This design comes from an exercise in tuning for small area, a short achievable clock period and few clock cycles on the open sky130 flow, not from production work. RTL that was checked went through simulation tests only; none was proved equivalent to the original. No activity file was given, so power comes from the tool's default toggle rates.

==> run a <==
// red_reduce
module red_reduce (
    input  wire        clk,
    input  wire        rst,         
    input  wire        in_valid,
    output reg         in_ready,
    input  wire        in_first,    
    input  wire        in_last,     
    input  wire [7:0]  op,
    input  wire [23:0] p0,
    input  wire [23:0] p1,
    input  wire [23:0] a,
    input  wire        a_ok,
    input  wire [23:0] b,
    input  wire        b_ok,
    output reg         out_valid,
    output wire [23:0] r0,
    output wire [23:0] r1,
    output reg         r_ok,
    output reg         nsat,
    output reg         asat
);
==> flow/config.mk <==
export PLATFORM = sky130hd
export DESIGN_NAME = red_reduce
export DESIGN_NICKNAME = red_reduce
export VERILOG_FILES = /design/flow/design.v
export SDC_FILE = /design/flow/constraint.sdc
export NUM_CORES = 4
export LEC_CHECK = 0
export CAP_MARGIN = 20
export CORE_MARGIN = 2
export CORE_UTILIZATION = 40
export SLEW_MARGIN = 20
==> flow/constraint.sdc <==
create_clock -name core_clock -period 14.0 [get_ports {clk}]
set_input_delay 2.8000 -clock core_clock [delete_from_list [all_inputs] [get_ports {clk}]]
set_output_delay 2.8000 -clock core_clock [all_outputs]
set_load 0.01 [all_outputs]
standard.sh (not shown) runs the stock make flow with config.mk's settings and CLKGATE_MAP_FILE= SYNTH_SCRIPT=/design/flow/synth_recipe.tcl, a recipe that flattens the netlist after the stock synthesis.
==> flow/flow/run.sh <==
#!/bin/bash
# Standard layout, with repair_timing aiming for extra setup slack so that the
# achieved period shrinks, and port buffers of an ordinary buffer cell; the
# constraints (SDC, clock period) are the design's.
set -euo pipefail
bash standard.sh "BUFFER_PORTS_ARGS=-buffer_cell sky130_fd_sc_hd__buf_2" SETUP_SLACK_MARGIN=9 finish > orfs_make.log 2>&1
==> run b: changes against run a <==
--- a/flow/design.v
+++ b/flow/design.v
@@ -36,35 +36,34 @@
     reg         v1, f1, l1, u1;
     reg         mm1, mx1;     
     reg  [23:0] a1;
     reg  [11:0] bo1, bt1, bn1;    
     wire        e_mul = e_dot || e_rms;
-    wire        e_mm  = (e_kind == K_MIN) || (e_kind == K_MAX);
-    wire        e_gm  = take && a_ok && (b_ok || !e_dot) && e_mul;
+    wire        e_gm  = a_ok && (b_ok || !e_dot) && e_mul;
     wire [23:0] e_y   = e_rms ? a : b;
     reg  [11:0] e_bo, e_bt, e_bn;
     reg         e_m1;
     integer     i;
     always @(*) begin
         for (i = 0; i < 12; i = i + 1) begin
             e_m1    = (i == 0) ? 1'b0 : e_y[2*i-1];
             e_bn[i] = e_gm & e_y[2*i+1];
-            e_bo[i] = e_gm ? (e_y[2*i] ^ e_m1) : (i == 0) && take && a_ok && !e_mul && !e_mm;
+            e_bo[i] = e_gm ? (e_y[2*i] ^ e_m1) : (i == 0) && a_ok && !e_mul;
             e_bt[i] = e_gm & ((e_y[2*i+1] & ~e_y[2*i] & ~e_m1) | (~e_y[2*i+1] & e_y[2*i] & e_m1));
         end
     end
     always @(posedge clk) begin
         v1 <= take;
         if (take && in_first) begin
             kind_v <= op[2:0];
             sh_v   <= p0[4:0];
             mv_v   <= (op[2:0] == K_SUM || op[2:0] == K_DOT) ? p1[10:0] : p0[10:0];
         end
-        f1  <= take && in_first;
+        f1  <= in_first;
         l1  <= in_last;
-        u1  <= take && a_ok && (b_ok || !e_dot);
-        mm1 <= e_mm;
+        u1  <= a_ok && (b_ok || !e_dot);
+        mm1 <= (e_kind == K_MIN) || (e_kind == K_MAX);
         mx1 <= (e_kind == K_MAX);
         a1  <= a;
         bo1 <= e_bo;
         bt1 <= e_bt;
         bn1 <= e_bn;
@@ -639,21 +638,25 @@
     wire signed [23:0] pa   = am;
     wire signed [23:0] best = acc[23:0];
     wire        better = mx2 ? (pa > best) : (pa < best);
     wire [57:0] acc_sum = acc_base + {10'd0, ps} + {10'd0, pc} + PB_NEG;
     always @(posedge clk) begin
-        idx <= idx_base + {9'd0, v2};
-        cnt <= cnt_base + {10'd0, u2};
-        if (f2) begin
-            ka  <= kind_v;
-            sha <= sh_v;
-            mva <= mv_v;
+        if (v2) begin
+            idx <= idx_base + 10'd1;
+            cnt <= cnt_base + {10'd0, u2};
+            if (f2) begin
+                ka  <= kind_v;
+                sha <= sh_v;
+                mva <= mv_v;
+            end
+            if (mm2) begin
+                if (u2 && (cnt_base == 11'd0 || better))
+                    acc <= {24'd0, idx_base, pa};
+            end else begin
+                acc <= acc_sum;
+            end
         end
-        if (mm2 && u2 && (cnt_base == 11'd0 || better))
-            acc <= {24'd0, idx_base, pa};
-        else
-            acc <= acc_sum;
     end
     localparam [2:0] P_RUP  = 3'd0;    
     localparam [2:0] P_SHR  = 3'd1;    
     localparam [2:0] P_DIV  = 3'd2;
     localparam [2:0] P_RND  = 3'd3;    
@@ -677,19 +680,19 @@
     assign r1 = {14'd0, W[33:24]};
     wire cap = full && (frem <= 7'd1);
     wire        minv_met = cnt >= ((mva == 11'd0) ? 11'd1 : mva);
     wire        acc_ovf  = !((&acc[57:47]) || !(|acc[57:47]));
     wire [47:0] acc_sat  = acc_ovf ? (acc[57] ? 48'h8000_0000_0000 : 48'h7FFF_FFFF_FFFF) : acc[47:0];
-    wire [33:0] acc_abs  = acc[33:0] ^ {34{acc[57]}};
+    wire [33:0] acc_abs  = acc[57] ? (34'd0 - acc[33:0]) : acc[33:0];
     wire [4:0]  nshift   = {2'd0, sha[4:2]} + {3'd0, sha[1:0]};    
     reg  [6:0]  F_cyc;
     always @(*) begin
         F_cyc = 7'd1;
         if (minv_met || ka == K_COUNT)
             case (ka)
                 K_SUM, K_DOT: F_cyc = {2'd0, nshift} + 7'd2;
-                K_MEAN:       F_cyc = 7'd15;
+                K_MEAN:       F_cyc = 7'd14;
                 K_RMS:        F_cyc = 7'd28;
                 default:      F_cyc = 7'd1;
             endcase
     end
     reg  [9:0]  dv_r;
@@ -705,17 +708,17 @@
             dv_d = {1'b0, dv_t} - {1'b0, C};
             dv_w = {dv_w[46:0], !dv_d[11]};
             dv_r = dv_d[11] ? dv_t[9:0] : dv_d[9:0];
         end
     end
-    wire [12:0] rnd_d  = {2'b0, R, neg} + {12'd0, neg} - {2'b0, C} - {12'd0, !W[0]};
-    wire        div_up = !rnd_d[12];
+    wire [11:0] rnd_d  = {1'b0, R, 1'b0} - {1'b0, C} - {11'd0, !W[0]};
+    wire        div_up = !rnd_d[11];
     wire [27:0] sq_t = {X, W[1:0]};
     wire [28:0] sq_d = {1'b0, sq_t} - {3'd0, Y, 2'b01};
     wire [25:0] sq_r = sq_d[28] ? sq_t[25:0] : sq_d[25:0];
     wire [23:0] sq_y = {Y[22:0], !sq_d[28]};
-    wire [26:0] rt_d  = {1'b0, X} - {3'd0, Y} - {26'd0, !sq_en};
+    wire [26:0] rt_d  = {1'b0, X} - {3'd0, Y} - {26'd0, !neg};
     wire        rt_up = !rt_d[26];
     wire        sh4    = X[4:2] != 3'd0;
     wire [47:0] shr_w  = sh4 ? {{4{W[47]}}, W[47:4]} : {W[47], W[47:1]};
     wire        shr_g  = sh4 ? W[3] : W[0];
     wire        shr_s  = X[6] | X[5] | (sh4 ? (|W[2:0]) : 1'b0);
@@ -728,11 +731,11 @@
     reg         inc_b;
     always @(*) begin
         case (ph)
             P_RND:   begin
                 inc_a = neg ? ~W[23:0] : W[23:0];
-                inc_b = neg ? !sq_en : sq_en;
+                inc_b = neg ? !div_up : div_up;
             end
             P_ROOT:  begin inc_a = Y;        inc_b = neg; end
             default: begin inc_a = W[23:0];  inc_b = n_rnd; end
         endcase
     end
@@ -767,12 +770,12 @@
                       (ka == K_SUM || ka == K_DOT) ? ((sha == 5'd0) ? P_NRW : P_SHR) :
                       (ka == K_MEAN || ka == K_RMS) ? P_DIV : P_OUT;
             else
                 case (ph)
                     P_SHR:  if (shr_c == 5'd0) ph <= P_NRW;
-                    P_DIV:  if (fi == 5'd0) ph <= P_SQL;
-                    P_SQL:  ph <= (fk == K_MEAN) ? P_RND : P_RUP;
+                    P_DIV:  if (fi == 5'd0) ph <= (fk == K_MEAN) ? P_RND : P_SQL;
+                    P_SQL:  ph <= P_RUP;
                     P_RUP:  ph <= P_ROOT;
                     P_NRW, P_RND, P_ROOT: ph <= P_OUT;
                     default: ;
                 endcase
         end
@@ -805,11 +808,10 @@
                         R    <= acc_abs[33:24];
                         C    <= cnt;
                         fi   <= 5'd11;
                     end
                     default: begin    
-                        neg  <= 1'b0;
                         W    <= acc[47:0];
                         R    <= acc[57:48];
                         C    <= cnt;
                         X    <= 26'd0;
                         Y    <= 24'd0;
@@ -837,13 +839,13 @@
                         X <= sq_r;
                         Y <= sq_y;
                     end
                 end
                 P_SQL: begin
-                    X     <= sq_r;
-                    Y     <= sq_y;
-                    sq_en <= div_up;
+                    X   <= sq_r;
+                    Y   <= sq_y;
+                    neg <= div_up;
                 end
                 P_RND: begin
                     r_ok <= 1'b1;
                     W    <= {24'd0, inc[23:0]};
                 end
==> flow/flow/run.sh (replaced) <==
#!/bin/bash
# Standard layout, with repair_timing aiming for extra setup slack so that the
# achieved period shrinks, and port buffers of an ordinary buffer cell; the
# constraints (SDC, clock period) are the design's.
set -euo pipefail
bash standard.sh "BUFFER_PORTS_ARGS=-buffer_cell sky130_fd_sc_hd__buf_4" SETUP_SLACK_MARGIN=9 finish > orfs_make.log 2>&1
==> run c: changes against run a <==
--- a/flow/design.v
+++ b/flow/design.v
@@ -36,35 +36,34 @@
     reg         v1, f1, l1, u1;
     reg         mm1, mx1;     
     reg  [23:0] a1;
     reg  [11:0] bo1, bt1, bn1;    
     wire        e_mul = e_dot || e_rms;
-    wire        e_mm  = (e_kind == K_MIN) || (e_kind == K_MAX);
-    wire        e_gm  = take && a_ok && (b_ok || !e_dot) && e_mul;
+    wire        e_gm  = a_ok && (b_ok || !e_dot) && e_mul;
     wire [23:0] e_y   = e_rms ? a : b;
     reg  [11:0] e_bo, e_bt, e_bn;
     reg         e_m1;
     integer     i;
     always @(*) begin
         for (i = 0; i < 12; i = i + 1) begin
             e_m1    = (i == 0) ? 1'b0 : e_y[2*i-1];
             e_bn[i] = e_gm & e_y[2*i+1];
-            e_bo[i] = e_gm ? (e_y[2*i] ^ e_m1) : (i == 0) && take && a_ok && !e_mul && !e_mm;
+            e_bo[i] = e_gm ? (e_y[2*i] ^ e_m1) : (i == 0) && a_ok && !e_mul;
             e_bt[i] = e_gm & ((e_y[2*i+1] & ~e_y[2*i] & ~e_m1) | (~e_y[2*i+1] & e_y[2*i] & e_m1));
         end
     end
     always @(posedge clk) begin
         v1 <= take;
         if (take && in_first) begin
             kind_v <= op[2:0];
             sh_v   <= p0[4:0];
             mv_v   <= (op[2:0] == K_SUM || op[2:0] == K_DOT) ? p1[10:0] : p0[10:0];
         end
-        f1  <= take && in_first;
+        f1  <= in_first;
         l1  <= in_last;
-        u1  <= take && a_ok && (b_ok || !e_dot);
-        mm1 <= e_mm;
+        u1  <= a_ok && (b_ok || !e_dot);
+        mm1 <= (e_kind == K_MIN) || (e_kind == K_MAX);
         mx1 <= (e_kind == K_MAX);
         a1  <= a;
         bo1 <= e_bo;
         bt1 <= e_bt;
         bn1 <= e_bn;
@@ -639,21 +638,25 @@
     wire signed [23:0] pa   = am;
     wire signed [23:0] best = acc[23:0];
     wire        better = mx2 ? (pa > best) : (pa < best);
     wire [57:0] acc_sum = acc_base + {10'd0, ps} + {10'd0, pc} + PB_NEG;
     always @(posedge clk) begin
-        idx <= idx_base + {9'd0, v2};
-        cnt <= cnt_base + {10'd0, u2};
-        if (f2) begin
-            ka  <= kind_v;
-            sha <= sh_v;
-            mva <= mv_v;
+        if (v2) begin
+            idx <= idx_base + 10'd1;
+            cnt <= cnt_base + {10'd0, u2};
+            if (f2) begin
+                ka  <= kind_v;
+                sha <= sh_v;
+                mva <= mv_v;
+            end
+            if (mm2) begin
+                if (u2 && (cnt_base == 11'd0 || better))
+                    acc <= {24'd0, idx_base, pa};
+            end else begin
+                acc <= acc_sum;
+            end
         end
-        if (mm2 && u2 && (cnt_base == 11'd0 || better))
-            acc <= {24'd0, idx_base, pa};
-        else
-            acc <= acc_sum;
     end
     localparam [2:0] P_RUP  = 3'd0;    
     localparam [2:0] P_SHR  = 3'd1;    
     localparam [2:0] P_DIV  = 3'd2;
     localparam [2:0] P_RND  = 3'd3;    
@@ -677,11 +680,11 @@
     assign r1 = {14'd0, W[33:24]};
     wire cap = full && (frem <= 7'd1);
     wire        minv_met = cnt >= ((mva == 11'd0) ? 11'd1 : mva);
     wire        acc_ovf  = !((&acc[57:47]) || !(|acc[57:47]));
     wire [47:0] acc_sat  = acc_ovf ? (acc[57] ? 48'h8000_0000_0000 : 48'h7FFF_FFFF_FFFF) : acc[47:0];
-    wire [33:0] acc_abs  = acc[33:0] ^ {34{acc[57]}};
+    wire [33:0] acc_abs  = acc[57] ? (34'd0 - acc[33:0]) : acc[33:0];
     wire [4:0]  nshift   = {2'd0, sha[4:2]} + {3'd0, sha[1:0]};    
     reg  [6:0]  F_cyc;
     always @(*) begin
         F_cyc = 7'd1;
         if (minv_met || ka == K_COUNT)
@@ -705,12 +708,12 @@
             dv_d = {1'b0, dv_t} - {1'b0, C};
             dv_w = {dv_w[46:0], !dv_d[11]};
             dv_r = dv_d[11] ? dv_t[9:0] : dv_d[9:0];
         end
     end
-    wire [12:0] rnd_d  = {2'b0, R, neg} + {12'd0, neg} - {2'b0, C} - {12'd0, !W[0]};
-    wire        div_up = !rnd_d[12];
+    wire [11:0] rnd_d  = {1'b0, R, 1'b0} - {1'b0, C} - {11'd0, !W[0]};
+    wire        div_up = !rnd_d[11];
     wire [27:0] sq_t = {X, W[1:0]};
     wire [28:0] sq_d = {1'b0, sq_t} - {3'd0, Y, 2'b01};
     wire [25:0] sq_r = sq_d[28] ? sq_t[25:0] : sq_d[25:0];
     wire [23:0] sq_y = {Y[22:0], !sq_d[28]};
     wire [26:0] rt_d  = {1'b0, X} - {3'd0, Y} - {26'd0, !sq_en};
@@ -805,11 +808,10 @@
                         R    <= acc_abs[33:24];
                         C    <= cnt;
                         fi   <= 5'd11;
                     end
                     default: begin    
-                        neg  <= 1'b0;
                         W    <= acc[47:0];
                         R    <= acc[57:48];
                         C    <= cnt;
                         X    <= 26'd0;
                         Y    <= 24'd0;
==> flow/flow/run.sh (replaced) <==
#!/bin/bash
# Standard layout, with repair_timing aiming for extra setup slack so that the
# achieved period shrinks, and port buffers of an ordinary buffer cell; the
# constraints (SDC, clock period) are the design's.
set -euo pipefail
bash standard.sh "BUFFER_PORTS_ARGS=-buffer_cell sky130_fd_sc_hd__buf_4" SETUP_SLACK_MARGIN=9 finish > orfs_make.log 2>&1
- CORE_UTILIZATION: 40 -> 55
- PLACE_DENSITY: not set -> 0.72
==> comparison table <==
                                                                            run a           run c           run b
DRT Wirelength                                                           123.3 mm        119.6 mm        123.9 mm
XOR/XNOR share of the synthesized area                                     0.1035          0.1004          0.1007
Required time reported for the critical path endpoint                    14570 ps        14370 ps        14380 ps
Power share of the combinational group                                      0.541           0.540           0.511
Post-synthesis adder-cell area fraction                                    0.2317          0.2247          0.2242
Critical path peak fanout                                                      80              21               5
Share of total power in sequential cells                                    0.273           0.273           0.282
Multiplexer area fraction after synthesis                                 0.01723         0.01709         0.01371
GP Congestion                                                              0.9171          0.9558          0.8882
Post-Place Setup Slack                                                    8387 ps         8008 ps         8000 ps
Max_slew headroom                                                          0.2575          0.2385          0.2037
Fraction of post-synthesis cell area in the top cell type by area          0.1393          0.1774          0.1770
Sequential element share of the synthesized area                           0.2620          0.2766          0.2759
Die Height                                                               324.6 µm        279.7 µm        327.7 µm
First-pass GRT wire length                                               191.7 mm        187.4 mm        192.8 mm
Maximum number of pins on one net before global-route repair                   81              82              80
Final std cell area, no fill                                          0.04469 mm²     0.04540 mm²     0.04614 mm²
Endpoint of the worst setup timing path                                   acc[51]         acc[46]           W[14]
Result of the run                                                  finished clean  finished clean  finished clean
Final Util                                                                 0.4386          0.6007          0.4452
Initial cell density of the core                                           0.4035          0.5531          0.4043
Rows                                                                          117             101             118
Endpoint, Worst Hold                                                          mx2              f2             mm2
Testbench counts of run b, summed over its fixed seeds: cycles 42,254.
Testbench counts of run c, summed over its fixed seeds: cycles 42,289.
Function not checked in run a: the RTL went through the layout flow alone.

==> afterwards: timing with drivers on the ports <==
Ports are ideal in the flow. The routed layouts listed here were re-timed in OpenROAD. Step 1: set_driving_cell puts a clkbuf_16 on clk and a buf_2 on each other input, an assumption about the parent block. Step 2 adds t to the input delays and takes it off the output delays; t is the mean of the earliest and latest rising clock arrival at the registers after step 1. Input paths then give back, and output paths get back, about the clock's delay inside the block. Three values: ideal, step 1, step 2; two values: the first two.
run | t (ns) | setup slack, ns | worst setup path after step 2 | clock arrival spread, ns
run a | 0.715 | 9.145 / 9.145 / 8.780 | input to register | 0.048 / 0.048
run b | 0.695 | 9.029 / 9.029 / 8.670 | input to register | 0.038 / 0.038
run c | 0.683 | 9.162 / 9.162 / 8.642 | input to register | 0.069 / 0.069
After both steps every run listed still meets setup and hold. For run c, which loses most, drivers alone change the setup slack by 0.000 ns; drivers and shift together by -0.520 ns.
